Background: an optimization exercise with open tools, aiming at small area, a short achievable clock period and few clock cycles per item. Do not read the settings as production practice. The RTL was checked by simulation tests, not by an equivalence proof against the original design. Power is estimated from default activity; no workload was simulated.

File: design/flow/design.v
module kh_addr_decode (
    input  wire        clk,
    input  wire        rst,           
    input  wire        cfg_we,
    input  wire [3:0]  cfg_idx,
    input  wire [63:0] cfg_wdata,
    input  wire        in_valid,
    output reg         in_ready,
    input  wire [51:0] in_addr,
    output reg         out_valid,
    input  wire        out_ready,
    output reg  [6:0]  out_slice,
    output reg  [12:0] out_sf_set,
    output reg  [7:0]  out_hlc_set,
    output reg  [9:0]  out_pred,
    output reg         out_hit,
    output reg  [3:0]  out_region,
    output reg  [3:0]  out_port
);
    function [3:0] mod9_6;
        input [5:0] i;
        begin
            case (i)
                6'd0: mod9_6 = 4'd0;
                6'd1: mod9_6 = 4'd1;
                6'd2: mod9_6 = 4'd2;
                6'd3: mod9_6 = 4'd3;
                6'd4: mod9_6 = 4'd4;
                6'd5: mod9_6 = 4'd5;
                6'd6: mod9_6 = 4'd6;
                6'd7: mod9_6 = 4'd7;
                6'd8: mod9_6 = 4'd8;
                6'd9: mod9_6 = 4'd0;
                6'd10: mod9_6 = 4'd1;
                6'd11: mod9_6 = 4'd2;
                6'd12: mod9_6 = 4'd3;
                6'd13: mod9_6 = 4'd4;
                6'd14: mod9_6 = 4'd5;
                6'd15: mod9_6 = 4'd6;
                6'd16: mod9_6 = 4'd7;
                6'd17: mod9_6 = 4'd8;
                6'd18: mod9_6 = 4'd0;
                6'd19: mod9_6 = 4'd1;
                6'd20: mod9_6 = 4'd2;
                6'd21: mod9_6 = 4'd3;
                6'd22: mod9_6 = 4'd4;
                6'd23: mod9_6 = 4'd5;
                6'd24: mod9_6 = 4'd6;
                6'd25: mod9_6 = 4'd7;
                6'd26: mod9_6 = 4'd8;
                6'd27: mod9_6 = 4'd0;
                6'd28: mod9_6 = 4'd1;
                6'd29: mod9_6 = 4'd2;
                6'd30: mod9_6 = 4'd3;
                6'd31: mod9_6 = 4'd4;
                6'd32: mod9_6 = 4'd5;
                6'd33: mod9_6 = 4'd6;
                6'd34: mod9_6 = 4'd7;
                6'd35: mod9_6 = 4'd8;
                6'd36: mod9_6 = 4'd0;
                6'd37: mod9_6 = 4'd1;
                6'd38: mod9_6 = 4'd2;
                6'd39: mod9_6 = 4'd3;
                6'd40: mod9_6 = 4'd4;
                6'd41: mod9_6 = 4'd5;
                6'd42: mod9_6 = 4'd6;
                6'd43: mod9_6 = 4'd7;
                6'd44: mod9_6 = 4'd8;
                6'd45: mod9_6 = 4'd0;
                6'd46: mod9_6 = 4'd1;
                6'd47: mod9_6 = 4'd2;
                6'd48: mod9_6 = 4'd3;
                6'd49: mod9_6 = 4'd4;
                6'd50: mod9_6 = 4'd5;
                6'd51: mod9_6 = 4'd6;
                6'd52: mod9_6 = 4'd7;
                6'd53: mod9_6 = 4'd8;
                6'd54: mod9_6 = 4'd0;
                6'd55: mod9_6 = 4'd1;
                6'd56: mod9_6 = 4'd2;
                6'd57: mod9_6 = 4'd3;
                6'd58: mod9_6 = 4'd4;
                6'd59: mod9_6 = 4'd5;
                6'd60: mod9_6 = 4'd6;
                6'd61: mod9_6 = 4'd7;
                6'd62: mod9_6 = 4'd8;
                6'd63: mod9_6 = 4'd0;
                default: mod9_6 = 4'd0;
            endcase
        end
    endfunction
    function [2:0] mod7_6;
        input [5:0] i;
        begin
            case (i)
                6'd0: mod7_6 = 3'd0;
                6'd1: mod7_6 = 3'd1;
                6'd2: mod7_6 = 3'd2;
                6'd3: mod7_6 = 3'd3;
                6'd4: mod7_6 = 3'd4;
                6'd5: mod7_6 = 3'd5;
                6'd6: mod7_6 = 3'd6;
                6'd7: mod7_6 = 3'd0;
                6'd8: mod7_6 = 3'd1;
                6'd9: mod7_6 = 3'd2;
                6'd10: mod7_6 = 3'd3;
                6'd11: mod7_6 = 3'd4;
                6'd12: mod7_6 = 3'd5;
                6'd13: mod7_6 = 3'd6;
                6'd14: mod7_6 = 3'd0;
                6'd15: mod7_6 = 3'd1;
                6'd16: mod7_6 = 3'd2;
                6'd17: mod7_6 = 3'd3;
                6'd18: mod7_6 = 3'd4;
                6'd19: mod7_6 = 3'd5;
                6'd20: mod7_6 = 3'd6;
                6'd21: mod7_6 = 3'd0;
                6'd22: mod7_6 = 3'd1;
                6'd23: mod7_6 = 3'd2;
                6'd24: mod7_6 = 3'd3;
                6'd25: mod7_6 = 3'd4;
                6'd26: mod7_6 = 3'd5;
                6'd27: mod7_6 = 3'd6;
                6'd28: mod7_6 = 3'd0;
                6'd29: mod7_6 = 3'd1;
                6'd30: mod7_6 = 3'd2;
                6'd31: mod7_6 = 3'd3;
                6'd32: mod7_6 = 3'd4;
                6'd33: mod7_6 = 3'd5;
                6'd34: mod7_6 = 3'd6;
                6'd35: mod7_6 = 3'd0;
                6'd36: mod7_6 = 3'd1;
                6'd37: mod7_6 = 3'd2;
                6'd38: mod7_6 = 3'd3;
                6'd39: mod7_6 = 3'd4;
                6'd40: mod7_6 = 3'd5;
                6'd41: mod7_6 = 3'd6;
                6'd42: mod7_6 = 3'd0;
                6'd43: mod7_6 = 3'd1;
                6'd44: mod7_6 = 3'd2;
                6'd45: mod7_6 = 3'd3;
                6'd46: mod7_6 = 3'd4;
                6'd47: mod7_6 = 3'd5;
                6'd48: mod7_6 = 3'd6;
                6'd49: mod7_6 = 3'd0;
                6'd50: mod7_6 = 3'd1;
                6'd51: mod7_6 = 3'd2;
                6'd52: mod7_6 = 3'd3;
                6'd53: mod7_6 = 3'd4;
                6'd54: mod7_6 = 3'd5;
                6'd55: mod7_6 = 3'd6;
                6'd56: mod7_6 = 3'd0;
                6'd57: mod7_6 = 3'd1;
                6'd58: mod7_6 = 3'd2;
                6'd59: mod7_6 = 3'd3;
                6'd60: mod7_6 = 3'd4;
                6'd61: mod7_6 = 3'd5;
                6'd62: mod7_6 = 3'd6;
                6'd63: mod7_6 = 3'd0;
                default: mod7_6 = 3'd0;
            endcase
        end
    endfunction
    function [2:0] mod5_4;
        input [3:0] i;
        begin
            case (i)
                4'd0: mod5_4 = 3'd0;
                4'd1: mod5_4 = 3'd1;
                4'd2: mod5_4 = 3'd2;
                4'd3: mod5_4 = 3'd3;
                4'd4: mod5_4 = 3'd4;
                4'd5: mod5_4 = 3'd0;
                4'd6: mod5_4 = 3'd1;
                4'd7: mod5_4 = 3'd2;
                4'd8: mod5_4 = 3'd3;
                4'd9: mod5_4 = 3'd4;
                4'd10: mod5_4 = 3'd0;
                4'd11: mod5_4 = 3'd1;
                4'd12: mod5_4 = 3'd2;
                4'd13: mod5_4 = 3'd3;
                4'd14: mod5_4 = 3'd4;
                4'd15: mod5_4 = 3'd0;
                default: mod5_4 = 3'd0;
            endcase
        end
    endfunction
    function [3:0] mod11_6;
        input [5:0] i;
        begin
            case (i)
                6'd0: mod11_6 = 4'd2;
                6'd1: mod11_6 = 4'd3;
                6'd2: mod11_6 = 4'd4;
                6'd3: mod11_6 = 4'd5;
                6'd4: mod11_6 = 4'd6;
                6'd5: mod11_6 = 4'd7;
                6'd6: mod11_6 = 4'd8;
                6'd7: mod11_6 = 4'd9;
                6'd8: mod11_6 = 4'd10;
                6'd9: mod11_6 = 4'd0;
                6'd10: mod11_6 = 4'd1;
                6'd11: mod11_6 = 4'd2;
                6'd12: mod11_6 = 4'd3;
                6'd13: mod11_6 = 4'd4;
                6'd14: mod11_6 = 4'd5;
                6'd15: mod11_6 = 4'd6;
                6'd16: mod11_6 = 4'd7;
                6'd17: mod11_6 = 4'd8;
                6'd18: mod11_6 = 4'd9;
                6'd19: mod11_6 = 4'd10;
                6'd20: mod11_6 = 4'd0;
                6'd21: mod11_6 = 4'd1;
                6'd22: mod11_6 = 4'd2;
                6'd23: mod11_6 = 4'd3;
                6'd24: mod11_6 = 4'd4;
                6'd25: mod11_6 = 4'd5;
                6'd26: mod11_6 = 4'd6;
                6'd27: mod11_6 = 4'd7;
                6'd28: mod11_6 = 4'd8;
                6'd29: mod11_6 = 4'd9;
                6'd30: mod11_6 = 4'd10;
                6'd31: mod11_6 = 4'd0;
                6'd32: mod11_6 = 4'd1;
                6'd33: mod11_6 = 4'd2;
                6'd34: mod11_6 = 4'd3;
                6'd35: mod11_6 = 4'd4;
                6'd36: mod11_6 = 4'd5;
                6'd37: mod11_6 = 4'd6;
                6'd38: mod11_6 = 4'd7;
                6'd39: mod11_6 = 4'd8;
                6'd40: mod11_6 = 4'd9;
                6'd41: mod11_6 = 4'd10;
                6'd42: mod11_6 = 4'd0;
                6'd43: mod11_6 = 4'd1;
                6'd44: mod11_6 = 4'd2;
                6'd45: mod11_6 = 4'd3;
                6'd46: mod11_6 = 4'd4;
                6'd47: mod11_6 = 4'd5;
                6'd48: mod11_6 = 4'd6;
                6'd49: mod11_6 = 4'd7;
                6'd50: mod11_6 = 4'd8;
                6'd51: mod11_6 = 4'd9;
                6'd52: mod11_6 = 4'd10;
                6'd53: mod11_6 = 4'd0;
                6'd54: mod11_6 = 4'd1;
                6'd55: mod11_6 = 4'd2;
                6'd56: mod11_6 = 4'd3;
                6'd57: mod11_6 = 4'd4;
                6'd58: mod11_6 = 4'd5;
                6'd59: mod11_6 = 4'd6;
                6'd60: mod11_6 = 4'd7;
                6'd61: mod11_6 = 4'd8;
                6'd62: mod11_6 = 4'd9;
                6'd63: mod11_6 = 4'd10;
                default: mod11_6 = 4'd0;
            endcase
        end
    endfunction
    reg [21:0] rgn_nbase [0:15];
    reg [21:0] rgn_limit [0:15];
    reg [11:0] rgn_mask  [0:15];
    reg [1:0]  rgn_gran  [0:15];
    reg [15:0] rgn_ok;
    wire w_ok = cfg_wdata[63] & (|cfg_wdata[55:44]);
    genvar g;
    generate
        for (g = 0; g < 16; g = g + 1) begin : g_rgn
            wire sel = cfg_we && cfg_idx == g;
            always @(posedge clk) begin
                if (sel) begin
                    rgn_nbase[g] <= ~cfg_wdata[21:0];
                    rgn_limit[g] <= cfg_wdata[43:22];
                    rgn_mask[g]  <= cfg_wdata[55:44];
                    rgn_gran[g]  <= cfg_wdata[57:56];
                end
            end
            always @(posedge clk) begin
                if (rst)
                    rgn_ok[g] <= 1'b0;
                else if (sel)
                    rgn_ok[g] <= w_ok;
            end
        end
    endgenerate
    reg [51:6] a_r;
    reg        a_v;
    reg        s_v;
    wire in_fire  = in_valid && in_ready;
    wire out_take = !out_valid || out_ready;
    wire a_used   = a_v && (out_take || !s_v);
    always @(posedge clk)
        if (in_fire) a_r <= in_addr[51:6];
    wire [51:6] a = a_r;
    wire [6:0] slice_c = a[12:6] ^ a[19:13] ^ a[26:20] ^ a[33:27]
                       ^ a[40:34] ^ a[47:41] ^ {3'b000, a[51:48]};
    wire [12:0] sf_set_c = a[25:13] ^ a[38:26] ^ a[51:39];
    wire [7:0] hlc_set_c = a[20:13] ^ a[28:21] ^ a[36:29] ^ a[44:37]
                         ^ {1'b0, a[51:45]};
    wire [9:0] pred_c = a[15:6] ^ a[25:16] ^ a[35:26] ^ a[45:36]
                      ^ {4'b0000, a[51:46]};
    wire [21:0] gib  = a[51:30];
    wire [21:0] ngib = ~gib;
    wire [15:0] hit_v;
    generate
        for (g = 0; g < 16; g = g + 1) begin : g_cmp
            wire [22:0] cb;    
            wire [22:0] cl;    
            assign cb[0] = 1'b1;
            assign cl[0] = 1'b1;
            genvar i;
            for (i = 0; i < 22; i = i + 1) begin : g_bit
                assign cb[i+1] = (gib[i] & rgn_nbase[g][i]) | (cb[i] & (gib[i] | rgn_nbase[g][i]));
                assign cl[i+1] = (rgn_limit[g][i] & ngib[i]) | (cl[i] & (rgn_limit[g][i] | ngib[i]));
            end
            assign hit_v[g] = rgn_ok[g] & cb[22] & cl[22];
        end
    endgenerate
    wire [15:0] pf1 = hit_v | {hit_v[14:0], 1'b0};
    wire [15:0] pf2 = pf1 | {pf1[13:0], 2'b0};
    wire [15:0] pf4 = pf2 | {pf2[11:0], 4'b0};
    wire [15:0] pf8 = pf4 | {pf4[7:0], 8'b0};
    wire [15:0] first = hit_v & ~{pf8[14:0], 1'b0};
    reg [11:0] mask_s;
    reg [1:0]  gran_s;
    reg [3:0]  region_s;
    integer r;
    always @(*) begin
        mask_s   = 12'd0;
        gran_s   = 2'd0;
        region_s = 4'd0;
        for (r = 0; r < 16; r = r + 1) begin
            mask_s   = mask_s   | (rgn_mask[r] & {12{first[r]}});
            gran_s   = gran_s   | (rgn_gran[r] & {2{first[r]}});
            region_s = region_s | (r[3:0] & {4{first[r]}});
        end
    end
    wire hit_s = pf8[15];
    wire [20:8] ym;
    assign ym[11:8]  = a[11:8]  & {4{gran_s == 2'd0}};
    assign ym[15:12] = a[15:12] & {4{gran_s[1] == 1'b0}};
    assign ym[20:16] = a[20:16] & {5{gran_s != 2'd3}};
    wire f12_s1;
    wire f12_c2;
    wire f12_s3;
    wire f12_c4;
    wire f12_s5;
    wire f12_c6;
    wire f12_s7;
    wire f12_c8;
    wire f12_s9;
    wire f12_c10;
    wire f12_s11;
    wire f12_c12;
    wire f12_s13;
    wire f12_c14;
    wire f12_s15;
    wire f12_c16;
    wire f12_s17;
    wire f12_c18;
    wire f12_s19;
    wire f12_c20;
    wire f12_s21;
    wire f12_c22;
    wire f12_s23;
    wire f12_c24;
    wire f12_s25;
    wire f12_c26;
    wire f12_s27;
    wire f12_c28;
    wire f12_s29;
    wire f12_c30;
    wire f12_s31;
    wire f12_c32;
    wire f12_s33;
    wire f12_c34;
    wire f12_s35;
    wire f12_c36;
    wire f12_s37;
    wire f12_c38;
    wire f12_s39;
    wire f12_c40;
    wire f12_s41;
    wire f12_c42;
    wire f12_s43;
    wire f12_c44;
    wire f12_s45;
    wire f12_c46;
    wire f12_s47;
    wire f12_c48;
    wire f6_s49;
    wire f6_c50;
    wire f6_s51;
    wire f6_c52;
    wire f6_s53;
    wire f6_c54;
    wire f6_s55;
    wire f6_c56;
    wire f6_s57;
    wire f6_c58;
    wire f6_s59;
    wire f6_c60;
    wire f6_s61;
    wire f6_c62;
    wire f6_s63;
    wire f6_c64;
    wire f6_s65;
    wire f6_c66;
    wire f6_s67;
    wire f6_c68;
    wire f6_s69;
    wire f6_c70;
    wire f6_s71;
    wire f6_c72;
    wire [6:0] r6_v73;
    wire r6_hs74;
    wire r6_hc75;
    wire r6_s76;
    wire r6_c77;
    wire r6_hs78;
    wire r6_hc79;
    wire r6_hs80;
    wire r6_hc81;
    wire f4_s82;
    wire f4_c83;
    wire f4_s84;
    wire f4_c85;
    wire f4_s86;
    wire f4_c87;
    wire f4_s88;
    wire f4_c89;
    wire f4_s90;
    wire f4_c91;
    wire f4_s92;
    wire f4_c93;
    wire f4_s94;
    wire f4_c95;
    wire f4_s96;
    wire f4_c97;
    wire f4_s98;
    wire f4_c99;
    wire f4_s100;
    wire f4_c101;
    wire f4_s102;
    wire f4_c103;
    wire f4_s104;
    wire f4_c105;
    wire [4:0] r4_v106;
    wire r4_hs107;
    wire r4_hc108;
    wire r4_s109;
    wire r4_c110;
    wire r4_s111;
    wire r4_c112;
    wire r4_s113;
    wire r4_c114;
    wire f10_s115;
    wire f10_c116;
    wire f10_s117;
    wire f10_c118;
    wire f10_s119;
    wire f10_c120;
    wire f10_s121;
    wire f10_c122;
    wire f10_s123;
    wire f10_c124;
    wire f10_s125;
    wire f10_c126;
    wire f10_s127;
    wire f10_c128;
    wire f10_s129;
    wire f10_c130;
    wire f10_s131;
    wire f10_c132;
    wire f10_s133;
    wire f10_c134;
    wire f10_s135;
    wire f10_c136;
    wire f10_s137;
    wire f10_c138;
    wire f10_s139;
    wire f10_c140;
    wire f10_s141;
    wire f10_c142;
    wire f10_s143;
    wire f10_c144;
    wire f10_s145;
    wire f10_c146;
    wire f10_s147;
    wire f10_c148;
    wire f10_s149;
    wire f10_c150;
    wire f10_s151;
    wire f10_c152;
    wire f10_s153;
    wire f10_c154;
    wire f10_s155;
    wire f10_c156;
    wire f10_s157;
    wire f10_c158;
    wire f10_s159;
    wire f10_c160;
    wire f10_s161;
    wire f10_c162;
    wire f10_s163;
    wire f10_c164;
    wire f10_s165;
    wire f10_c166;
    wire f10_s167;
    wire f10_c168;
    wire f10_s169;
    wire f10_c170;
    wire f10_s171;
    wire f10_c172;
    wire f10_s173;
    wire f10_c174;
    wire [10:0] r10_v175;
    wire r10_hs176;
    wire r10_hc177;
    wire r10_s178;
    wire r10_c179;
    wire r10_hs180;
    wire r10_hc181;
    wire r10_hs182;
    wire r10_hc183;
    wire r10_hs184;
    wire r10_hc185;
    wire r10_hs186;
    wire r10_hc187;
    wire r10_hs188;
    wire r10_hc189;
    wire r10_hs190;
    wire r10_hc191;
    wire r10_s192;
    wire r10_c193;
    wire r10_s194;
    wire r10_c195;
    assign f12_s1 = a[24] ^ a[36] ^ a[48];
    assign f12_c2 = (a[24] & a[36]) | (a[24] & a[48]) | (a[36] & a[48]);
    assign f12_s3 = a[25] ^ a[37] ^ a[49];
    assign f12_c4 = (a[25] & a[37]) | (a[25] & a[49]) | (a[37] & a[49]);
    assign f12_s5 = a[26] ^ a[38] ^ a[50];
    assign f12_c6 = (a[26] & a[38]) | (a[26] & a[50]) | (a[38] & a[50]);
    assign f12_s7 = a[27] ^ a[39] ^ a[51];
    assign f12_c8 = (a[27] & a[39]) | (a[27] & a[51]) | (a[39] & a[51]);
    assign f12_s9 = a[21] ^ a[33] ^ a[45];
    assign f12_c10 = (a[21] & a[33]) | (a[21] & a[45]) | (a[33] & a[45]);
    assign f12_s11 = a[22] ^ a[34] ^ a[46];
    assign f12_c12 = (a[22] & a[34]) | (a[22] & a[46]) | (a[34] & a[46]);
    assign f12_s13 = a[23] ^ a[35] ^ a[47];
    assign f12_c14 = (a[23] & a[35]) | (a[23] & a[47]) | (a[35] & a[47]);
    assign f12_s15 = a[28] ^ a[40] ^ f12_c8;
    assign f12_c16 = (a[28] & a[40]) | (a[28] & f12_c8) | (a[40] & f12_c8);
    assign f12_s17 = a[29] ^ a[41] ^ f12_c16;
    assign f12_c18 = (a[29] & a[41]) | (a[29] & f12_c16) | (a[41] & f12_c16);
    assign f12_s19 = a[30] ^ a[42] ^ f12_c18;
    assign f12_c20 = (a[30] & a[42]) | (a[30] & f12_c18) | (a[42] & f12_c18);
    assign f12_s21 = a[31] ^ a[43] ^ f12_c20;
    assign f12_c22 = (a[31] & a[43]) | (a[31] & f12_c20) | (a[43] & f12_c20);
    assign f12_s23 = a[32] ^ a[44] ^ f12_c22;
    assign f12_c24 = (a[32] & a[44]) | (a[32] & f12_c22) | (a[44] & f12_c22);
    assign f12_s25 = f12_s1 ^ f12_c14 ^ ym[12];
    assign f12_c26 = (f12_s1 & f12_c14) | (f12_s1 & ym[12]) | (f12_c14 & ym[12]);
    assign f12_s27 = f12_c2 ^ f12_s3 ^ ym[13];
    assign f12_c28 = (f12_c2 & f12_s3) | (f12_c2 & ym[13]) | (f12_s3 & ym[13]);
    assign f12_s29 = f12_c4 ^ f12_s5 ^ ym[14];
    assign f12_c30 = (f12_c4 & f12_s5) | (f12_c4 & ym[14]) | (f12_s5 & ym[14]);
    assign f12_s31 = f12_c6 ^ f12_s7 ^ ym[15];
    assign f12_c32 = (f12_c6 & f12_s7) | (f12_c6 & ym[15]) | (f12_s7 & ym[15]);
    assign f12_s33 = f12_s23 ^ ym[8] ^ ym[20];
    assign f12_c34 = (f12_s23 & ym[8]) | (f12_s23 & ym[20]) | (ym[8] & ym[20]);
    assign f12_s35 = f12_s9 ^ f12_c24 ^ ym[9];
    assign f12_c36 = (f12_s9 & f12_c24) | (f12_s9 & ym[9]) | (f12_c24 & ym[9]);
    assign f12_s37 = f12_c10 ^ f12_s11 ^ ym[10];
    assign f12_c38 = (f12_c10 & f12_s11) | (f12_c10 & ym[10]) | (f12_s11 & ym[10]);
    assign f12_s39 = f12_c12 ^ f12_s13 ^ ym[11];
    assign f12_c40 = (f12_c12 & f12_s13) | (f12_c12 & ym[11]) | (f12_s13 & ym[11]);
    assign f12_s41 = f12_s15 ^ ym[16] ^ f12_c32;
    assign f12_c42 = (f12_s15 & ym[16]) | (f12_s15 & f12_c32) | (ym[16] & f12_c32);
    assign f12_s43 = f12_s17 ^ ym[17] ^ f12_c42;
    assign f12_c44 = (f12_s17 & ym[17]) | (f12_s17 & f12_c42) | (ym[17] & f12_c42);
    assign f12_s45 = f12_s19 ^ ym[18] ^ f12_c44;
    assign f12_c46 = (f12_s19 & ym[18]) | (f12_s19 & f12_c44) | (ym[18] & f12_c44);
    assign f12_s47 = f12_s21 ^ ym[19] ^ f12_c46;
    assign f12_c48 = (f12_s21 & ym[19]) | (f12_s21 & f12_c46) | (ym[19] & f12_c46);
    assign f6_s49 = f12_c28 ^ f12_s29 ^ f12_s33;
    assign f6_c50 = (f12_c28 & f12_s29) | (f12_c28 & f12_s33) | (f12_s29 & f12_s33);
    assign f6_s51 = f12_c30 ^ f12_s31 ^ f12_c34;
    assign f6_c52 = (f12_c30 & f12_s31) | (f12_c30 & f12_c34) | (f12_s31 & f12_c34);
    assign f6_s53 = f12_s35 ^ f6_c50 ^ f6_s51;
    assign f6_c54 = (f12_s35 & f6_c50) | (f12_s35 & f6_s51) | (f6_c50 & f6_s51);
    assign f6_s55 = f12_c36 ^ f12_s37 ^ f12_s41;
    assign f6_c56 = (f12_c36 & f12_s37) | (f12_c36 & f12_s41) | (f12_s37 & f12_s41);
    assign f6_s57 = f6_c52 ^ f6_c54 ^ f6_s55;
    assign f6_c58 = (f6_c52 & f6_c54) | (f6_c52 & f6_s55) | (f6_c54 & f6_s55);
    assign f6_s59 = f12_c38 ^ f12_s39 ^ f12_s43;
    assign f6_c60 = (f12_c38 & f12_s39) | (f12_c38 & f12_s43) | (f12_s39 & f12_s43);
    assign f6_s61 = f12_s25 ^ f12_c40 ^ f12_s45;
    assign f6_c62 = (f12_s25 & f12_c40) | (f12_s25 & f12_s45) | (f12_c40 & f12_s45);
    assign f6_s63 = f6_c56 ^ f6_c58 ^ f6_s59;
    assign f6_c64 = (f6_c56 & f6_c58) | (f6_c56 & f6_s59) | (f6_c58 & f6_s59);
    assign f6_s65 = f6_c60 ^ f6_s61 ^ f6_c64;
    assign f6_c66 = (f6_c60 & f6_s61) | (f6_c60 & f6_c64) | (f6_s61 & f6_c64);
    assign f6_s67 = f12_c26 ^ f12_s27 ^ f12_s47;
    assign f6_c68 = (f12_c26 & f12_s27) | (f12_c26 & f12_s47) | (f12_s27 & f12_s47);
    assign f6_s69 = f6_c62 ^ f6_c66 ^ f6_s67;
    assign f6_c70 = (f6_c62 & f6_c66) | (f6_c62 & f6_s67) | (f6_c66 & f6_s67);
    assign f6_s71 = f6_s49 ^ f12_c48 ^ f6_c68;
    assign f6_c72 = (f6_s49 & f12_c48) | (f6_s49 & f6_c68) | (f12_c48 & f6_c68);
    assign r6_v73[0] = f6_s65;
    assign r6_v73[1] = f6_s69;
    assign r6_hs74 = f6_c70 ^ f6_s71;
    assign r6_hc75 = f6_c70 & f6_s71;
    assign r6_v73[2] = r6_hs74;
    assign r6_s76 = f6_s53 ^ f6_c72 ^ r6_hc75;
    assign r6_c77 = (f6_s53 & f6_c72) | (f6_s53 & r6_hc75) | (f6_c72 & r6_hc75);
    assign r6_v73[3] = r6_s76;
    assign r6_hs78 = f6_s57 ^ r6_c77;
    assign r6_hc79 = f6_s57 & r6_c77;
    assign r6_v73[4] = r6_hs78;
    assign r6_hs80 = f6_s63 ^ r6_hc79;
    assign r6_hc81 = f6_s63 & r6_hc79;
    assign r6_v73[5] = r6_hs80;
    assign r6_v73[6] = r6_hc81;
    assign f4_s82 = f12_s25 ^ f12_c40 ^ f12_s33;
    assign f4_c83 = (f12_s25 & f12_c40) | (f12_s25 & f12_s33) | (f12_c40 & f12_s33);
    assign f4_s84 = f12_c26 ^ f12_s27 ^ f12_c34;
    assign f4_c85 = (f12_c26 & f12_s27) | (f12_c26 & f12_c34) | (f12_s27 & f12_c34);
    assign f4_s86 = f12_c28 ^ f12_s29 ^ f12_c36;
    assign f4_c87 = (f12_c28 & f12_s29) | (f12_c28 & f12_c36) | (f12_s29 & f12_c36);
    assign f4_s88 = f12_c30 ^ f12_s31 ^ f12_c38;
    assign f4_c89 = (f12_c30 & f12_s31) | (f12_c30 & f12_c38) | (f12_s31 & f12_c38);
    assign f4_s90 = f12_s41 ^ f4_s82 ^ f4_c89;
    assign f4_c91 = (f12_s41 & f4_s82) | (f12_s41 & f4_c89) | (f4_s82 & f4_c89);
    assign f4_s92 = f12_s35 ^ f4_c83 ^ f4_s84;
    assign f4_c93 = (f12_s35 & f4_c83) | (f12_s35 & f4_s84) | (f4_c83 & f4_s84);
    assign f4_s94 = f12_s37 ^ f4_c85 ^ f4_s86;
    assign f4_c95 = (f12_s37 & f4_c85) | (f12_s37 & f4_s86) | (f4_c85 & f4_s86);
    assign f4_s96 = f12_s39 ^ f4_c87 ^ f4_s88;
    assign f4_c97 = (f12_s39 & f4_c87) | (f12_s39 & f4_s88) | (f4_c87 & f4_s88);
    assign f4_s98 = f12_s43 ^ f4_c91 ^ f4_s92;
    assign f4_c99 = (f12_s43 & f4_c91) | (f12_s43 & f4_s92) | (f4_c91 & f4_s92);
    assign f4_s100 = f4_c93 ^ f4_s94 ^ f12_s45;
    assign f4_c101 = (f4_c93 & f4_s94) | (f4_c93 & f12_s45) | (f4_s94 & f12_s45);
    assign f4_s102 = f4_s90 ^ f4_c97 ^ f12_c48;
    assign f4_c103 = (f4_s90 & f4_c97) | (f4_s90 & f12_c48) | (f4_c97 & f12_c48);
    assign f4_s104 = f4_c95 ^ f4_s96 ^ f12_s47;
    assign f4_c105 = (f4_c95 & f4_s96) | (f4_c95 & f12_s47) | (f4_s96 & f12_s47);
    assign r4_hs107 = f4_s102 ^ f4_c105;
    assign r4_hc108 = f4_s102 & f4_c105;
    assign r4_v106[0] = r4_hs107;
    assign r4_s109 = f4_s98 ^ f4_c103 ^ r4_hc108;
    assign r4_c110 = (f4_s98 & f4_c103) | (f4_s98 & r4_hc108) | (f4_c103 & r4_hc108);
    assign r4_v106[1] = r4_s109;
    assign r4_s111 = f4_c99 ^ f4_s100 ^ r4_c110;
    assign r4_c112 = (f4_c99 & f4_s100) | (f4_c99 & r4_c110) | (f4_s100 & r4_c110);
    assign r4_v106[2] = r4_s111;
    assign r4_s113 = f4_c101 ^ f4_s104 ^ r4_c112;
    assign r4_c114 = (f4_c101 & f4_s104) | (f4_c101 & r4_c112) | (f4_s104 & r4_c112);
    assign r4_v106[3] = r4_s113;
    assign r4_v106[4] = r4_c114;
    assign f10_s115 = a[30] ^ a[40] ^ a[50];
    assign f10_c116 = (a[30] & a[40]) | (a[30] & a[50]) | (a[40] & a[50]);
    assign f10_s117 = a[21] ^ a[31] ^ a[41];
    assign f10_c118 = (a[21] & a[31]) | (a[21] & a[41]) | (a[31] & a[41]);
    assign f10_s119 = a[22] ^ a[32] ^ a[42];
    assign f10_c120 = (a[22] & a[32]) | (a[22] & a[42]) | (a[32] & a[42]);
    assign f10_s121 = a[23] ^ a[33] ^ a[43];
    assign f10_c122 = (a[23] & a[33]) | (a[23] & a[43]) | (a[33] & a[43]);
    assign f10_s123 = a[24] ^ a[34] ^ a[44];
    assign f10_c124 = (a[24] & a[34]) | (a[24] & a[44]) | (a[34] & a[44]);
    assign f10_s125 = a[25] ^ a[35] ^ a[45];
    assign f10_c126 = (a[25] & a[35]) | (a[25] & a[45]) | (a[35] & a[45]);
    assign f10_s127 = a[26] ^ a[36] ^ a[46];
    assign f10_c128 = (a[26] & a[36]) | (a[26] & a[46]) | (a[36] & a[46]);
    assign f10_s129 = a[27] ^ a[37] ^ a[47];
    assign f10_c130 = (a[27] & a[37]) | (a[27] & a[47]) | (a[37] & a[47]);
    assign f10_s131 = a[28] ^ a[38] ^ a[48];
    assign f10_c132 = (a[28] & a[38]) | (a[28] & a[48]) | (a[38] & a[48]);
    assign f10_s133 = a[29] ^ a[39] ^ a[49];
    assign f10_c134 = (a[29] & a[39]) | (a[29] & a[49]) | (a[39] & a[49]);
    assign f10_s135 = a[51] ^ f10_c116 ^ f10_s117;
    assign f10_c136 = (a[51] & f10_c116) | (a[51] & f10_s117) | (f10_c116 & f10_s117);
    assign f10_s137 = f10_c118 ^ f10_s119 ^ f10_c136;
    assign f10_c138 = (f10_c118 & f10_s119) | (f10_c118 & f10_c136) | (f10_s119 & f10_c136);
    assign f10_s139 = f10_c120 ^ f10_s121 ^ f10_c138;
    assign f10_c140 = (f10_c120 & f10_s121) | (f10_c120 & f10_c138) | (f10_s121 & f10_c138);
    assign f10_s141 = f10_c122 ^ f10_s123 ^ f10_c140;
    assign f10_c142 = (f10_c122 & f10_s123) | (f10_c122 & f10_c140) | (f10_s123 & f10_c140);
    assign f10_s143 = f10_c124 ^ f10_s125 ^ f10_c142;
    assign f10_c144 = (f10_c124 & f10_s125) | (f10_c124 & f10_c142) | (f10_s125 & f10_c142);
    assign f10_s145 = f10_c126 ^ f10_s127 ^ f10_c144;
    assign f10_c146 = (f10_c126 & f10_s127) | (f10_c126 & f10_c144) | (f10_s127 & f10_c144);
    assign f10_s147 = f10_c128 ^ f10_s129 ^ f10_c146;
    assign f10_c148 = (f10_c128 & f10_s129) | (f10_c128 & f10_c146) | (f10_s129 & f10_c146);
    assign f10_s149 = f10_c130 ^ f10_s131 ^ f10_c148;
    assign f10_c150 = (f10_c130 & f10_s131) | (f10_c130 & f10_c148) | (f10_s131 & f10_c148);
    assign f10_s151 = f10_c132 ^ f10_s133 ^ f10_c150;
    assign f10_c152 = (f10_c132 & f10_s133) | (f10_c132 & f10_c150) | (f10_s133 & f10_c150);
    assign f10_s153 = f10_s115 ^ f10_c134 ^ ym[10];
    assign f10_c154 = (f10_s115 & f10_c134) | (f10_s115 & ym[10]) | (f10_c134 & ym[10]);
    assign f10_s155 = f10_s149 ^ ym[8] ^ ym[18];
    assign f10_c156 = (f10_s149 & ym[8]) | (f10_s149 & ym[18]) | (ym[8] & ym[18]);
    assign f10_s157 = ym[9] ^ ym[19] ^ f10_s151;
    assign f10_c158 = (ym[9] & ym[19]) | (ym[9] & f10_s151) | (ym[19] & f10_s151);
    assign f10_s159 = ym[20] ^ f10_c152 ^ f10_s153;
    assign f10_c160 = (ym[20] & f10_c152) | (ym[20] & f10_s153) | (f10_c152 & f10_s153);
    assign f10_s161 = f10_s135 ^ ym[11] ^ f10_c154;
    assign f10_c162 = (f10_s135 & ym[11]) | (f10_s135 & f10_c154) | (ym[11] & f10_c154);
    assign f10_s163 = f10_s137 ^ ym[12] ^ f10_c162;
    assign f10_c164 = (f10_s137 & ym[12]) | (f10_s137 & f10_c162) | (ym[12] & f10_c162);
    assign f10_s165 = f10_s139 ^ ym[13] ^ f10_c164;
    assign f10_c166 = (f10_s139 & ym[13]) | (f10_s139 & f10_c164) | (ym[13] & f10_c164);
    assign f10_s167 = f10_s141 ^ ym[14] ^ f10_c166;
    assign f10_c168 = (f10_s141 & ym[14]) | (f10_s141 & f10_c166) | (ym[14] & f10_c166);
    assign f10_s169 = f10_s143 ^ ym[15] ^ f10_c168;
    assign f10_c170 = (f10_s143 & ym[15]) | (f10_s143 & f10_c168) | (ym[15] & f10_c168);
    assign f10_s171 = f10_s145 ^ ym[16] ^ f10_c170;
    assign f10_c172 = (f10_s145 & ym[16]) | (f10_s145 & f10_c170) | (ym[16] & f10_c170);
    assign f10_s173 = f10_s147 ^ ym[17] ^ f10_c172;
    assign f10_c174 = (f10_s147 & ym[17]) | (f10_s147 & f10_c172) | (ym[17] & f10_c172);
    assign r10_hs176 = f10_c158 ^ f10_s159;
    assign r10_hc177 = f10_c158 & f10_s159;
    assign r10_v175[0] = r10_hs176;
    assign r10_s178 = f10_c160 ^ f10_s161 ^ r10_hc177;
    assign r10_c179 = (f10_c160 & f10_s161) | (f10_c160 & r10_hc177) | (f10_s161 & r10_hc177);
    assign r10_v175[1] = r10_s178;
    assign r10_hs180 = f10_s163 ^ r10_c179;
    assign r10_hc181 = f10_s163 & r10_c179;
    assign r10_v175[2] = r10_hs180;
    assign r10_hs182 = f10_s165 ^ r10_hc181;
    assign r10_hc183 = f10_s165 & r10_hc181;
    assign r10_v175[3] = r10_hs182;
    assign r10_hs184 = f10_s167 ^ r10_hc183;
    assign r10_hc185 = f10_s167 & r10_hc183;
    assign r10_v175[4] = r10_hs184;
    assign r10_hs186 = f10_s169 ^ r10_hc185;
    assign r10_hc187 = f10_s169 & r10_hc185;
    assign r10_v175[5] = r10_hs186;
    assign r10_hs188 = f10_s171 ^ r10_hc187;
    assign r10_hc189 = f10_s171 & r10_hc187;
    assign r10_v175[6] = r10_hs188;
    assign r10_hs190 = f10_s173 ^ r10_hc189;
    assign r10_hc191 = f10_s173 & r10_hc189;
    assign r10_v175[7] = r10_hs190;
    assign r10_s192 = f10_s155 ^ f10_c174 ^ r10_hc191;
    assign r10_c193 = (f10_s155 & f10_c174) | (f10_s155 & r10_hc191) | (f10_c174 & r10_hc191);
    assign r10_v175[8] = r10_s192;
    assign r10_s194 = f10_c156 ^ f10_s157 ^ r10_c193;
    assign r10_c195 = (f10_c156 & f10_s157) | (f10_c156 & r10_c193) | (f10_s157 & r10_c193);
    assign r10_v175[9] = r10_s194;
    assign r10_v175[10] = r10_c195;
    wire [5:0] t63   = r6_v73[5:0] + {5'd0, r6_v73[6]};
    wire [3:0] t15   = r4_v106[3:0] + {3'd0, r4_v106[4]};
    wire [9:0] t1023 = r10_v175[9:0] + {9'd0, r10_v175[10]};
    reg  [5:0] u63;
    reg  [3:0] u15;
    reg  [9:0] u1023;
    always @(*) begin
        case (gran_s)    
            2'd0: begin u63 = {t63[1:0], t63[5:2]}; u15 = t15;             u1023 = {t1023[7:0], t1023[9:8]}; end
            2'd1: begin u63 = t63;                  u15 = t15;             u1023 = {t1023[1:0], t1023[9:2]}; end
            2'd2: begin u63 = {t63[3:0], t63[5:4]}; u15 = t15;             u1023 = {t1023[5:0], t1023[9:6]}; end
            default: begin u63 = {t63[2:0], t63[5:3]}; u15 = {t15[0], t15[3:1]}; u1023 = {t1023[0], t1023[9:1]}; end
        endcase
    end
    wire [5:0] d11 = {1'b0, u1023[4:0]} + {1'b0, ~u1023[9:5]};
    wire [3:0] r9  = mod9_6(u63);
    wire [2:0] r7  = mod7_6(u63);
    wire [2:0] r5  = mod5_4(u15);
    wire [3:0] r11 = mod11_6(d11);
    reg  [2:0] r8;
    always @(*) begin
        case (gran_s)
            2'd0:    r8 = a[10:8];
            2'd1:    r8 = a[14:12];
            2'd2:    r8 = a[18:16];
            default: r8 = a[23:21];
        endcase
    end
    wire [1:0] r3 = (r9 >= 4'd6) ? r9 - 4'd6 : (r9 >= 4'd3) ? r9 - 4'd3 : r9;
    wire [1:0] q0 = mask_s[0] + mask_s[1] + mask_s[2];
    wire [1:0] q1 = mask_s[3] + mask_s[4] + mask_s[5];
    wire [1:0] q2 = mask_s[6] + mask_s[7] + mask_s[8];
    wire [1:0] q3 = mask_s[9] + mask_s[10] + mask_s[11];
    wire [2:0] h0 = q0 + q1;
    wire [2:0] h1 = q2 + q3;
    wire [3:0] nports = h0 + h1;
    reg [3:0] k_c;
    always @(*) begin
        case (nports)
            4'd2:    k_c = {3'd0, r8[0]};
            4'd3:    k_c = {2'd0, r3};
            4'd4:    k_c = {2'd0, r8[1:0]};
            4'd5:    k_c = {1'b0, r5};
            4'd6:    k_c = (r8[0] == r3[0]) ? {2'd0, r3} : {2'd0, r3} + 4'd3;
            4'd7:    k_c = {1'b0, r7};
            4'd8:    k_c = {1'b0, r8};
            4'd9:    k_c = r9;
            4'd10:   k_c = (r8[0] == r5[0]) ? {1'b0, r5} : {1'b0, r5} + 4'd5;
            4'd11:   k_c = r11;
            4'd12:   k_c = (r3 == 2'd0) ? ((r8[1:0] == 2'd0) ? 4'd0 : (r8[1:0] == 2'd1) ? 4'd9 :
                                           (r8[1:0] == 2'd2) ? 4'd6 : 4'd3) :
                       (r3 == 2'd1) ? ((r8[1:0] == 2'd0) ? 4'd4 : (r8[1:0] == 2'd1) ? 4'd1 :
                                           (r8[1:0] == 2'd2) ? 4'd10 : 4'd7) :
                                      ((r8[1:0] == 2'd0) ? 4'd8 : (r8[1:0] == 2'd1) ? 4'd5 :
                                           (r8[1:0] == 2'd2) ? 4'd2 : 4'd11);
            default: k_c = 4'd0;
        endcase
    end
    reg [3:0] below_n [0:11];
    integer j;
    always @(*) begin
        below_n[0] = 4'd0;
        for (j = 1; j < 12; j = j + 1)
            below_n[j] = below_n[j-1] + {3'd0, mask_s[j-1]};
    end
    reg [3:0] port_c;
    always @(*) begin
        port_c = 4'd0;
        for (j = 0; j < 12; j = j + 1)
            if (mask_s[j] && below_n[j] == k_c)
                port_c = port_c | j[3:0];
    end
    wire [46:0] res_c = {slice_c, sf_set_c, hlc_set_c, pred_c, hit_s, region_s, port_c};
    reg [46:0] skid;
    wire       s_next = out_take ? (s_v && a_v) : (s_v || a_v);
    wire       a_next = in_fire || (a_v && !a_used);
    always @(posedge clk) begin
        if (rst) begin
            a_v       <= 1'b0;
            s_v       <= 1'b0;
            out_valid <= 1'b0;
            in_ready  <= 1'b1;
        end else begin
            a_v       <= a_next;
            s_v       <= s_next;
            if (out_take)
                out_valid <= s_v || a_v;
            in_ready  <= !(a_next && s_next);
        end
    end
    always @(posedge clk) begin
        if (a_v && (out_take ? s_v : !s_v))
            skid <= res_c;
    end
    always @(posedge clk) begin
        if (out_take && (s_v || a_v))
            {out_slice, out_sf_set, out_hlc_set, out_pred, out_hit, out_region, out_port}
                <= s_v ? skid : res_c;
    end
endmodule
File: design/flow/flow/run.sh
#!/bin/bash
set -euo pipefail
rm -rf scripts_mod
cp -r "$FLOW_HOME/scripts" scripts_mod
cp flow/abc_area.script scripts_mod/abc_area.script
export SCRIPTS_DIR="$PWD/scripts_mod"
export BUFFER_PORTS_ARGS="-buffer_cell sky130_fd_sc_hd__buf_1"
bash standard.sh > standard.log 2>&1
File: design/flow/flow/abc_area.script
strash
dch -f
map -a
topo
File: design/flow/standard.sh
#!/bin/bash
# synth_recipe.tcl (not shown) runs the flow's synth.tcl, then flattens the netlist and writes it again
# the make line also repeats each setting of config.mk as NAME=value (left out here)
make -C /OpenROAD-flow-scripts/flow DESIGN_CONFIG=/design/flow/config.mk WORK_HOME=/design/flow/orfs CLKGATE_MAP_FILE= SYNTH_SCRIPT=/design/flow/synth_recipe.tcl "${@:-finish}"
File: design/flow/config.mk
export PLATFORM = sky130hd
export DESIGN_NAME = kh_addr_decode
export DESIGN_NICKNAME = kh_addr_decode
export VERILOG_FILES = /design/flow/design.v
export SDC_FILE = /design/flow/constraint.sdc
export NUM_CORES = 4
export LEC_CHECK = 0
export ABC_AREA = 1
export CAP_MARGIN = 50
export CORE_MARGIN = 2
export CORE_UTILIZATION = 60
export CTS_BUF_LIST = sky130_fd_sc_hd__clkbuf_16
export CTS_CLUSTER_DIAMETER = 150
export CTS_CLUSTER_SIZE = 30
export SLEW_MARGIN = 50
File: design/flow/constraint.sdc
create_clock -name core_clock -period 105.0 [get_ports {clk}]
set_input_delay 21.0000 -clock core_clock [delete_from_list [all_inputs] [get_ports {clk}]]
set_output_delay 21.0000 -clock core_clock [all_outputs]
set_load 0.01 [all_outputs]
==> results.yml, run 1 <==
routing:
  initialDrtViolationCount: 3452
  remaining_drc_errors: 0
  num_vias: 33650
  vias_per_cell: 6.449
  drt-pass1-iter-count: 6
  postRouteAntennaNets: 0
  wl_per_cell_microns: 24.79
  drt_wl_total_microns: 129300
cts:
  clkSinkCount: 1088
  cts-buffers-inserted: 42
  cts_setup_buffers: 0
  cts-resized-gates: 0
  root_buffer: "clkbuf_16"
  htree_levels: 2
  postCtsHoldBufs: 0
  clk_pin_slew_ns: 0.11
  cts_tree: "yes"
  clk_latency_ns: 0.66
  cts_buffer_depth: 3
place:
  place_area_sq_um: 52390
  post-place-cells: 5135
  io_buffers: 162
  dp_hpwl_microns: 85240
  place_congestion: 0.9042
pwr:
  pwr_density_cell_nw_per_um2: 31.10
  clkPwrFrac_pct: 12.2
  p_int_w: 0.0008949
  combPwrFrac_pct: 58.1
  p_seq_share_pct: 29.6
  p_sw_share_pct: 46.51
  power.switching_w: 0.0007781
  irDropWorstVdd_mv: 0.05312
  p_leak_nw: 17.64
sta:
  finalSetupViolCount: 0
  fin_crit_sh_pct: 21.43
  finalHoldViolations: 0
  skew_ns: 0.04480
  setup_tns_ns: 0
  hold_slack_ns: 0.5319
  drv_slew: 0
  relSlewSlack_pct: 49.86
  max_freq_mhz: 44.45
  worstMarginPinSlew_ns: 0.7521
  min_period_ns: 22.50
  grt_setup_unrepaired: "false"
logic_synthesis:
  synth_edf_count: 1068
  synth.top_cell.area_share_pct: 64.86
  ys_seq_area_share_pct: 65.67
  synth_area_leaders: "edfxtp_1 (65%), nand2_1 (4.0%), fa_1 (3.7%), o22ai_1 (2.7%), a22oi_1 (2.6%)"
  synth_common_cells: "edfxtp_1 (1068), nand2_1 (526), clkinv_1 (331), nor2_1 (240), o21ai_0 (233)"
  synth.most_common_cell: "edfxtp_1"
  synth_ff_type: "edfxtp_1"
  syn_area_per_cell_sq_um: 12.95
  syn_inst: 3817
  synth_cell_type_count: 49
  async_flop_share_pct: 0
  synth_warnings: 6
  netlist_area_sq_um: 49450
  synth_area_leader_cell: "edfxtp_1"
  synth_seq_cells: 1088
  synth_nets: 4110
global_routing:
  grtUsageTotal_pct: 30.30
  grt_overflow: 0
  grt_pass1_vias: 33360
  grt_max_degree: 61
  grt_antenna_before_repair: 0
  grt_pass1_wl_microns: 195600
critical_path:
  critical_path.startpoint_type: "input port"
  critPathRequiredTime_ns: 105.57
  crit_fanout: 44
  worst_ep_arrival_time_ns: 23.07
  regToRegSetupSlack_ns: 84.34
  rr_startpoint: "a_r[31]$_DFFE_PP_"
  end_kind: "flop"
  worstSetupPathType: "in -> reg"
  r2r-end: "out_port[1]$_DFFE_PP_"
  reg2reg_depth: 94
floorplanning:
  die_x_microns: 291.1
  start_util_pct: 60.41
  core-area_sq_um: 81850
  die_h_microns: 291.1
  rows: 105
  ioPinCount: 174
  die_area_sq_um: 84720
finish:
  final_util_pct: 65.73
  area_delta_synth_final_pct: 8.798
  nNetsFinal: 4407
  final_cells: 5218
  antennaDiodeCount: 0
  drive_above_1_share_pct: 5.906
  final_area_sq_um: 53800
run_status:
  status: "no timing/DRC/antenna violations"
min_path:
  min_from: "skid[35]$_DFFE_PP_"
  hold_depth: 2
  min_to: "out_sf_set[8]$_DFFE_PP_"
  hold_class: "reg -> reg"
job:
  maxCapViolCount: 0
==> layer usage <==
layer | up-vias | global-route usage (%) | wire [microns]
li1 | 15240 | - | -
met1 | 16920 | 41.37 | 53500
met2 | 1317 | 52.38 | 64370
met3 | 170 | 3.405 | 8627
met4 | 0 | 7.519 | 2836
met5 | - | 0 | 0
==> power by group through the flow <==
stage	clock, W	sequential (W)	combinational [W]
finish	0.000205	0.000496	0.000973
global route	0.000222	0.000497	0.00110
CTS	0.000207	0.000496	0.000961
detailed placement	0	0.000506	0.000955
global placement	0	0.000505	0.000917
floorplan	0	0.000508	0.000708
==> sequential cells by signal, indices dropped and copies added, names as in the netlist, 4 cells and up <==
name and cells:
out_port 4, out_hlc_set 8, out_slice 7, out_pred 10
skid 47, a_r 46, rgn_gran 32, rgn_mask 192
rgn_nbase 352, rgn_ok 16, rgn_limit 352, out_sf_set 13
out_region 4
==> through the flow <==
stage          setup WS, ns  total power, W
6_report              82.50        0.001673
5_1_grt               82.40        0.001814
4_1_cts               82.39        0.001664
3_5_place_dp          81.72        0.001461
3_3_place_gp          81.69        0.001422
2_1_floorplan         80.85        0.001216
==> how the worst max path moves through the flow <==
| stage | startpoint | to | slack, ns | depth (start not counted) |
|---|---|---|---|---|
| floorplan | cfg_idx[1] | rgn_ok[0]$_SDFFE_PP0P_ | 80.85 | 5 |
| global placement | cfg_we | rgn_mask[0][2]$_DFFE_PP_ | 81.69 | 4 |
| detailed placement | cfg_we | rgn_mask[9][0]$_DFFE_PP_ | 81.72 | 4 |
| CTS | cfg_we | rgn_gran[9][1]$_DFFE_PP_ | 82.39 | 4 |
| global route | cfg_we | rgn_ok[8]$_SDFFE_PP0P_ | 82.40 | 6 |
| finish | cfg_we | rgn_ok[8]$_SDFFE_PP0P_ | 82.50 | 6 |
==> cells by family after synthesis <==
family	after synthesis	synth area share (%)
AOI/OAI and AO/OA	1131	15.20
DFF	1088	65.67
and+or+nand+nor	898	7.328
buffers and inverters	331	2.513
adders and majority gates	201	6.316
xor gates and xnor gates	168	2.976
==> critical path, stage by stage <==
cell	delay (ns)
buf_1	0.16
nand3_1	0.37
nor2_4	0.63
buf_6	0.54
o21ai_0	0.15
a21oi_1	0.15
==> cells in the final DEF, fill, tap and decap left out, types with 25 or more instances in the layout <==
| master | instances |
|---|---|
| fa_1 | 92 |
| buf_4 | 66 |
| nand2_1 | 526 |
| inv_1 | 30 |
| nand3_1 | 55 |
| o211ai_1 | 32 |
| nor2_1 | 220 |
| buf_1 | 131 |
| o21ai_0 | 228 |
| o221ai_1 | 78 |
| buf_2 | 25 |
| clkbuf_16 | 43 |
| a221oi_1 | 127 |
| clkinv_1 | 331 |
| o22ai_1 | 216 |
| maj3_1 | 33 |
| a21oi_1 | 191 |
| xor2_1 | 94 |
| edfxtp_1 | 1068 |
| ha_1 | 76 |
| xnor2_1 | 73 |
| a22oi_1 | 169 |
==> cell type report <==
class                           instances  area (sq um)
Clock buffer                           43          1076
Clock inverter                         35         188.9
Fill cell                            5969         28050
Inverter                              331          1244
Multi-Input combinational cell       2398         15950
Sequential cell                      1088         32470
Tap cell                             1070          1339
Timing Repair Buffer                  253          1524
Testbench counts, summed over its fixed seeds: cycles 16,016, items 16,000.
==> inputs of run 2 (changes only) <==
==> design/flow/run.sh (new file) <==
#!/bin/bash
# synth_recipe.tcl (not shown) runs the flow's synth.tcl, then flattens the netlist and writes it again
# the make line also repeats each setting of config.mk as NAME=value (left out here)
make -C /OpenROAD-flow-scripts/flow DESIGN_CONFIG=/design/flow/config.mk WORK_HOME=/design/flow/orfs CLKGATE_MAP_FILE= SYNTH_SCRIPT=/design/flow/synth_recipe.tcl finish
==> design/flow/config.mk (replaced) <==
export PLATFORM = sky130hd
export DESIGN_NAME = kh_addr_decode
export DESIGN_NICKNAME = kh_addr_decode
export VERILOG_FILES = /design/flow/design.v
export SDC_FILE = /design/flow/constraint.sdc
export NUM_CORES = 4
export LEC_CHECK = 0
export CAP_MARGIN = 20
export CORE_MARGIN = 2
export CORE_UTILIZATION = 40
export CTS_BUF_LIST = sky130_fd_sc_hd__clkbuf_8
export SLEW_MARGIN = 20
removed: design/flow/flow/run.sh
removed: design/flow/flow/abc_area.script
removed: design/flow/standard.sh
==> run 2 against run 1 <==
- power grew 24%
- via count up 13%
- final area increased by 15%
- maximum frequency down 2.2%
- worst setup slack worse by 0.51 ns
- synthesized cell count grew 15%
- synthesized area grew 11%
- critical path depth down 2
- die area is 66% higher
- clock skew is 0.0013 ns higher
- register-to-register slack better by 2.5 ns
- sequential share of layout area is 7.9 points lower
==> results.yml, run 2 <==
critical_path:
  critPathSlowestCell: "nor2_4"
  end_kind: "flop"
  regToRegSetupSlack_ns: 86.85
  worst_ep_arrival_time_ns: 23.54
  crit_buf_inv: 2
  cp_cell_sequence: "clkdlybuf4s50_1 > or3b_2 > nor2_4 > buf_4"
  critPathRequiredTime_ns: 105.54
  worstSetupPathType: "in -> reg"
  cp_top_family: "simple AND/OR/NAND/NOR gates"
  r2r-end: "out_port[0]$_DFFE_PP_"
  slowest_delay_ns: 0.78
  rr_startpoint: "a_r[50]$_DFFE_PP_"
  reg2reg_depth: 60
  critical_path.startpoint_type: "input port"
  crit_fanout: 32
global_routing:
  grtUsageTotal_pct: 22.50
  grt_max_degree: 60
  grt_antenna_before_repair: 11
  grt_pass1_wl_microns: 236300
  met1_usage_pct: 29.39
  grtUsageMet3_pct: 4.173
  busiest_layer: "met2"
  grt_overflow: 0
  grt_pass1_vias: 37330
  use_met2_pct: 37.76
finish:
  final_util_pct: 45.15
  top_regs: "rgn_limit: 352 flops, rgn_nbase: 352 flops, rgn_mask: 192 flops"
  nFillCells: 12380
  final_cell_mix: "edfxtp_1 (1068), nand2_1 (383), inv_1 (325)"
  regArea_sq_um: 32470
  final_area_sq_um: 61840
  multi_input_area_sq_um: 20310
  drive_above_1_share_pct: 9.852
  area_delta_synth_final_pct: 12.43
  mostFrequentLayoutCell: "edfxtp_1"
  nNetsFinal: 4870
pwr:
  pwr_density_cell_nw_per_um2: 33.59
  clkPwrFrac_pct: 17.6
  irDropWorstVdd_mv: 0.07731
  p_leak_nw: 21.33
  p_int_w: 0.001133
  p_seq_share_pct: 23.9
  p_sw_share_pct: 45.46
  combPwrFrac_pct: 58.5
  power.switching_w: 0.0009444
sta:
  drv_slew: 0
  worst_slack_ns: 82.00
  hold_slack_ns: 0.4956
  fin_crit_sh_pct: 21.91
  grt_setup_unrepaired: "false"
  relSlewSlack_pct: 16.90
  max_freq_mhz: 43.47
  finalSetupViolCount: 0
  skew_ns: 0.04609
  finalHoldViolations: 0
  min_period_ns: 23.00
  worstMarginPinSlew_ns: 1.243
  setup_tns_ns: 0
logic_synthesis:
  syn_area_per_cell_sq_um: 12.56
  synth_edf_count: 1068
  synth_seq_cells: 1088
  synth.most_common_cell: "edfxtp_1"
  synth_cell_type_count: 137
  synth_area_leaders: "edfxtp_1 (58%), fa_1 (3.3%), nand2_1 (2.6%), xnor2_1 (2.6%), inv_1 (1.7%)"
  synth.top_cell.area_share_pct: 58.30
  synth_nets: 4674
  async_flop_share_pct: 0
  synth_ff_type: "edfxtp_1"
  syn_inst: 4381
  synth_area_leader_cell: "edfxtp_1"
  synth_common_cells: "edfxtp_1 (1068), nand2_1 (383), inv_1 (255), nor2_1 (239), xnor2_1 (164)"
  ys_seq_area_share_pct: 59.03
  synth_warnings: 6
  netlist_area_sq_um: 55010
cts:
  cts_tree: "yes"
  postCtsHoldBufs: 0
  clk_pin_slew_ns: 0.06
  cts_buffer_depth: 3
  clkSinkCount: 1088
  cts-resized-gates: 0
  cts_setup_buffers: 0
  cts-buffers-inserted: 185
  root_buffer: "clkbuf_8"
  clk_latency_ns: 0.92
  htree_levels: 4
floorplanning:
  die_h_microns: 374.8
  die_x_microns: 374.8
  ioPinCount: 174
  die_area_sq_um: 140500
  core-area_sq_um: 137000
  start_util_pct: 40.16
  rows: 136
routing:
  vias_per_cell: 5.836
  drt-pass1-iter-count: 6
  wl_per_cell_microns: 24.59
  num_vias: 38090
  remaining_drc_errors: 0
  initialDrtViolationCount: 3709
  drt_wl_total_microns: 160500
  postRouteAntennaNets: 0
job:
  maxCapViolCount: 0
run_status:
  status: "no timing/DRC/antenna violations"
place:
  place_area_sq_um: 58310
  io_buffers: 162
  place_congestion: 0.8775
  dp_slack_ns: 81.02
  dp_hpwl_microns: 105900
min_path:
  hold_depth: 2
  hold_class: "reg -> reg"
  min_to: "rgn_ok[8]$_SDFFE_PP0P_"
  min_from: "rgn_ok[8]$_SDFFE_PP0P_"
-- run 2: cell types whose count changed in the layout (fill, tap and decap cells not counted), moves of 91 or more --
cell	before	now
clkinv_1	331	41
nor2b_1	0	105
buf_1	131	0
nand2b_1	0	109
nand2_1	526	383
clkdlybuf4s50_1	0	162
xnor2_1	73	164
inv_1	30	325
o21ai_0	228	121
clkbuf_8	1	189
-- run 2: layer usage --
layer	vias up	wire length, microns
met5	-	98
met4	18	4389
met3	281	11900
met2	1464	78310
met1	19090	65820
li1	17240	-
-- run 2: power by group through the flow --
stage	Sequential, W	Combinational (W)	Clock, W
final	0.000497	0.00122	0.000365
after global routing	0.000497	0.00136	0.000392
after CTS	0.000496	0.00121	0.000372
after detailed placement	0.000505	0.00120	0
after global placement	0.000505	0.00118	0
after floorplan	0.000504	0.000948	0
-- run 2: tightest hold or removal path: cells and delay by family, from the launching register on --
family	cells	cell delay, ns
compound gates	2	0.13
flops	1	0.32
-- run 2: final cells by class --
cell class	count	share of cell area [%]
antenna	3	0.01214
clock buffer	189	4.206
clock inverter	151	1.481
inverter	275	1.673
multi-input combinational	2780	32.84
sequential	1088	52.51
tap	1794	3.630
timing repair buffer	247	3.654
-- run 2: cell families (layout without fill, tap and decap cells) --
kind of cell	count (synthesis)	in the layout	share of synthesized area, %
mux	57	57	1.131
buf+inv	513	862	4.342
fa+ha+maj	235	235	6.314
compound gates	1132	1132	15.56
flops	1088	1088	59.03
other cells	0	3	0
simple gates	1152	1152	10.31
xor+xnor	204	204	3.312
-- run 2: how the worst max path moves through the flow --
stage                     startpoint                         to  slack, ns  cells past startpoint
final                         cfg_we  rgn_limit[4][5]$_DFFE_PP_      82.00                      4
after global routing      cfg_idx[3]  rgn_limit[4][6]$_DFFE_PP_      81.89                      4
after CTS                     cfg_we  rgn_limit[4][1]$_DFFE_PP_      82.01                      4
after detailed placement      cfg_we  rgn_limit[4][0]$_DFFE_PP_      81.02                      4
after global placement        cfg_we  rgn_limit[4][0]$_DFFE_PP_      81.07                      4
after floorplan           cfg_idx[0]     rgn_ok[0]$_SDFFE_PP0P_      78.74                      5
-- run 2: per-stage QoR --
step,total power (W),std cells
final,0.002077,6527
after global routing,0.002249,6526
after CTS,0.002076,6524
after detailed placement,0.001707,6184
after global placement,0.001687,6184
after floorplan,0.001452,4381
==> inputs of run 3 (changes only) <==
--- a/design/flow/design.v
+++ b/design/flow/design.v
@@ -288,7 +288,7 @@
     reg        s_v;
     wire in_fire  = in_valid && in_ready;
     wire out_take = !out_valid || out_ready;
-    wire a_used   = a_v && (out_take || !s_v);
+    wire a_used   = a_v && !s_v;
     always @(posedge clk)
         if (in_fire) a_r <= in_addr[51:6];
     wire [51:6] a = a_r;
@@ -824,8 +824,8 @@
     end
     wire [46:0] res_c = {slice_c, sf_set_c, hlc_set_c, pred_c, hit_s, region_s, port_c};
     reg [46:0] skid;
-    wire       s_next = out_take ? (s_v && a_v) : (s_v || a_v);
-    wire       a_next = in_fire || (a_v && !a_used);
+    wire       s_next = !out_take && (s_v || a_v);
+    wire       a_next = in_fire || (a_v && s_v);
     always @(posedge clk) begin
         if (rst) begin
             a_v       <= 1'b0;
@@ -841,11 +841,11 @@
         end
     end
     always @(posedge clk) begin
-        if (a_v && (out_take ? s_v : !s_v))
+        if (!s_v)
             skid <= res_c;
     end
     always @(posedge clk) begin
-        if (out_take && (s_v || a_v))
+        if (out_take)
             {out_slice, out_sf_set, out_hlc_set, out_pred, out_hit, out_region, out_port}
                 <= s_v ? skid : res_c;
     end
==> design/flow/flow/run.sh (new file) <==
#!/bin/bash
# Layout flow: the standard ORFS flow, with these changes:
#  - Yosys's synth skips its generic ABC pass (SYNTH_ARGS=-noabc), so that
#    the adder extraction sees the carry-save trees as written;
#  - the port buffers are sky130_fd_sc_hd__buf_1 cells instead of the
#    delay cells buffer_ports picks on its own.
set -euo pipefail
rm -rf scripts_mod
cp -r "$FLOW_HOME/scripts" scripts_mod
cp flow/abc_area.script scripts_mod/abc_area.script
export SCRIPTS_DIR="$PWD/scripts_mod"
export SYNTH_ARGS="-noabc"
export BUFFER_PORTS_ARGS="-buffer_cell sky130_fd_sc_hd__buf_1"
bash standard.sh > standard.log 2>&1
==> design/flow/flow/abc_area.script (new file) <==
strash
dch -f
map -a
topo
==> design/flow/standard.sh (new file) <==
#!/bin/bash
# synth_recipe.tcl (not shown) runs the flow's synth.tcl, then flattens the netlist and writes it again
# the make line also repeats each setting of config.mk as NAME=value (left out here)
make -C /OpenROAD-flow-scripts/flow DESIGN_CONFIG=/design/flow/config.mk WORK_HOME=/design/flow/orfs CLKGATE_MAP_FILE= SYNTH_SCRIPT=/design/flow/synth_recipe.tcl "${@:-finish}"
==> design/flow/config.mk (replaced) <==
export PLATFORM = sky130hd
export DESIGN_NAME = kh_addr_decode
export DESIGN_NICKNAME = kh_addr_decode
export VERILOG_FILES = /design/flow/design.v
export SDC_FILE = /design/flow/constraint.sdc
export NUM_CORES = 4
export LEC_CHECK = 0
export ABC_AREA = 1
export CAP_MARGIN = 50
export CORE_MARGIN = 2
export CORE_UTILIZATION = 50
export CTS_BUF_LIST = sky130_fd_sc_hd__clkbuf_8
export CTS_CLUSTER_DIAMETER = 80
export CTS_CLUSTER_SIZE = 16
export SLEW_MARGIN = 50
removed: design/flow/run.sh
==> run 3 against run 2 <==
- wire length fell by 25%
- critical path depth decreased by 3
- clock power shrank 42%
- synthesized area down 13%
- utilization increased by 10 points
- critical endpoint is now out_slice[1]
- highest routed layer is now met4
==> results.yml, run 3 <==
critical_path:
  crit_buf_inv: 1
  cp_top_family: "flip-flops"
  cp_cell_sequence: "buf_1"
  end_kind: "primary output"
  critPathRequiredTime_ns: 84.00
  worstSetupPathType: "reg -> out"
  critical_path.startpoint_type: "flop"
  crit_fanout: 1
  worst_ep_arrival_time_ns: 1.38
  critPathSlowestCell: "edfxtp_1"
  slowest_delay_ns: 0.44
floorplanning:
  ioPinCount: 174
  core-area_sq_um: 94870
  rows: 113
  start_util_pct: 50.36
  die_h_microns: 313.1
  die_area_sq_um: 98040
  die_x_microns: 313.1
sta:
  skew_ns: 0.04370
  setup_tns_ns: 0
  finalHoldViolations: 0
  max_freq_mhz: 44.69
  drv_slew: 0
  worst_slack_ns: 82.62
  hold_slack_ns: 0.4752
  finalSetupViolCount: 0
  relSlewSlack_pct: 52.18
  fin_crit_sh_pct: 21.31
  grt_setup_unrepaired: "false"
  worstMarginPinSlew_ns: 0.7173
  min_period_ns: 22.38
global_routing:
  grt_pass1_vias: 31070
  grt_overflow: 0
  grt_pass1_wl_microns: 182900
  grt_max_degree: 83
  grtUsageTotal_pct: 24.54
  grt_antenna_before_repair: 2
finish:
  drive_above_1_share_pct: 6.976
  nFillCells: 7951
  nNetsFinal: 4127
  mostFrequentLayoutCell: "edfxtp_1"
  multi_input_area_sq_um: 15360
  area_delta_synth_final_pct: 9.467
  regArea_sq_um: 32000
  top_regs: "rgn_limit: 352 flops, rgn_nbase: 352 flops, rgn_mask: 192 flops"
  final_cell_mix: "edfxtp_1 (1021), nand2_1 (372), nor2_1 (265)"
cts:
  clkSinkCount: 1088
  clk_latency_ns: 0.75
  htree_levels: 3
  clk_pin_slew_ns: 0.12
  cts-resized-gates: 0
  root_buffer: "clkbuf_8"
  cts-buffers-inserted: 80
  cts_tree: "yes"
  postCtsHoldBufs: 0
  cts_setup_buffers: 0
  cts_buffer_depth: 3
run_status:
  status: "no timing/DRC/antenna violations"
pwr:
  pwr_density_cell_nw_per_um2: 29.52
  p_leak_nw: 16.94
  irDropWorstVdd_mv: 0.05802
logic_synthesis:
  netlist_area_sq_um: 47780
  synth_cell_type_count: 43
  synth_nets: 3798
  synth_area_leaders: "edfxtp_1 (64%), fa_1 (4.0%), a221oi_1 (3.6%), o22ai_1 (3.3%), nand2_1 (2.9%)"
  synth_seq_cells: 1088
  synth_warnings: 6
  synth_ff_type: "edfxtp_1"
  syn_area_per_cell_sq_um: 13.57
  ys_seq_area_share_pct: 66.98
  async_flop_share_pct: 0
  synth.most_common_cell: "edfxtp_1"
  synth_edf_count: 1021
  syn_inst: 3520
  synth_common_cells: "edfxtp_1 (1021), nand2_1 (373), nor2_1 (283), o22ai_1 (255), o21ai_0 (202)"
  synth.top_cell.area_share_pct: 64.17
  synth_area_leader_cell: "edfxtp_1"
routing:
  num_vias: 31910
  vias_per_cell: 6.195
  remaining_drc_errors: 0
  wl_per_cell_microns: 23.49
  postRouteAntennaNets: 0
  drt-pass1-iter-count: 6
  drt_wl_total_microns: 121000
  initialDrtViolationCount: 2739
job:
  maxCapViolCount: 0
place:
  dp_hpwl_microns: 76160
  dp_slack_ns: 82.05
  place_congestion: 0.8752
  io_buffers: 162
min_path:
  hold_class: "reg -> reg"
## run 3: cells by family after synthesis
| kind of cell | synth area share [%] |
|---|---|
| AO/OA/AOI/OAI | 16.16 |
| AND/OR/NAND/NOR | 6.662 |
| adder cells (fa/ha/maj) | 5.814 |
| flip-flops | 66.98 |
| XOR/XNOR | 3.135 |
| buffers and inverters | 1.257 |
## run 3: layer usage
layer | up-vias | part of all wire, % | routed length (microns) | track usage (%)
met5 | - | 0 | 0 | 0
met4 | 0 | 2.3 | 2795 | 6.068
met3 | 159 | 5.9 | 7144 | 3.434
met2 | 964 | 48 | 58560 | 41.15
met1 | 16150 | 43 | 52530 | 34.02
li1 | 14640 | - | - | -
## run 3: stage by stage
stage / util (%) / power, W / instance area (sq um) / instances
floorplan: - / 0.001138 / 47780 / 3520
global placement: 53.44 / 0.001323 / 50700 / 5023
detailed placement: 53.66 / 0.001331 / 50910 / 5031
CTS: 55.08 / 0.001543 / 52250 / 5149
global route: 55.13 / 0.001694 / 52300 / 5151
finish: 55.13 / 0.001544 / 52300 / 5151
## run 3: power breakdown
| group | internal (W) | switching (W) |
|---|---|---|
| logic | 0.000285 | 0.000548 |
| registers | 0.000493 | 0.00000708 |
| clock network | 0.0000752 | 0.000136 |
## run 3: cell type report
class,instances,area share (%)
Sequential cell,1088,61.19
Multi-Input combinational cell,2272,29.38
Tap cell,1265,3.026
Timing Repair Buffer,247,2.672
Clock buffer,81,2.132
Inverter,160,1.158
Clock inverter,37,0.4426
Antenna cell,1,0.004785
## run 3: worst paths after layout
| path | start | to | slack (ns) | depth (start not counted) |
|---|---|---|---|---|
| worst min register to register | skid[25]$_DFF_P_ | skid[25]$_DFF_P_ | 0.48 | 2 |
| worst max register to register | a_r[30]$_DFFE_PP_ | out_port[0]$_DFFE_PP_ | 85.66 | 90 |
| worst min-delay path | skid[25]$_DFF_P_ | skid[25]$_DFF_P_ | 0.48 | 2 |
| worst max-delay path | out_slice[1]$_DFFE_PP_ | out_slice[1] | 82.62 | 1 |
Testbench counts of run 3, summed over its fixed seeds: cycles 16,016, items 16,000.

## separate check: timing with driven ports
The flow's constraints put no driver on any port. The routed layouts listed below were extracted and timed again, unchanged, in two steps. Step 1 (the two cells are an assumption about what drives the block):
set clk [get_ports {clk}]
set_driving_cell -lib_cell sky130_fd_sc_hd__clkbuf_16 $clk
set_driving_cell -lib_cell sky130_fd_sc_hd__buf_2 [delete_from_list [all_inputs] $clk]
Step 2 adds t to the input delays and takes it off the output delays; t is the mean of the earliest and latest rising clock arrival at the registers after step 1. Input paths then give back, and output paths get back, about the clock's delay inside the block. a / b / c = no drivers / after step 1 / after step 2; a / b = the first two.
run	t (ns)	slack for setup (ns)	hold WS [ns]	slew at the worst register clock pin (ns)	cell pins on the clock port's net
run 1	0.705	82.501 / 82.546 / 81.841	0.532 / 0.532 / 0.532	0.12 / 0.12	1
run 2	0.988	81.995 / 82.011 / 81.022	0.496 / 0.496 / 0.496	0.08 / 0.08	1
run 3	0.808	82.624 / 82.558 / 82.029	0.475 / 0.475 / 0.475	0.12 / 0.12	1
After both steps setup and hold are still met in every run listed. The setup slack of run 2, which loses most, moves by +0.016 ns with the drivers and by -0.973 ns with both steps.
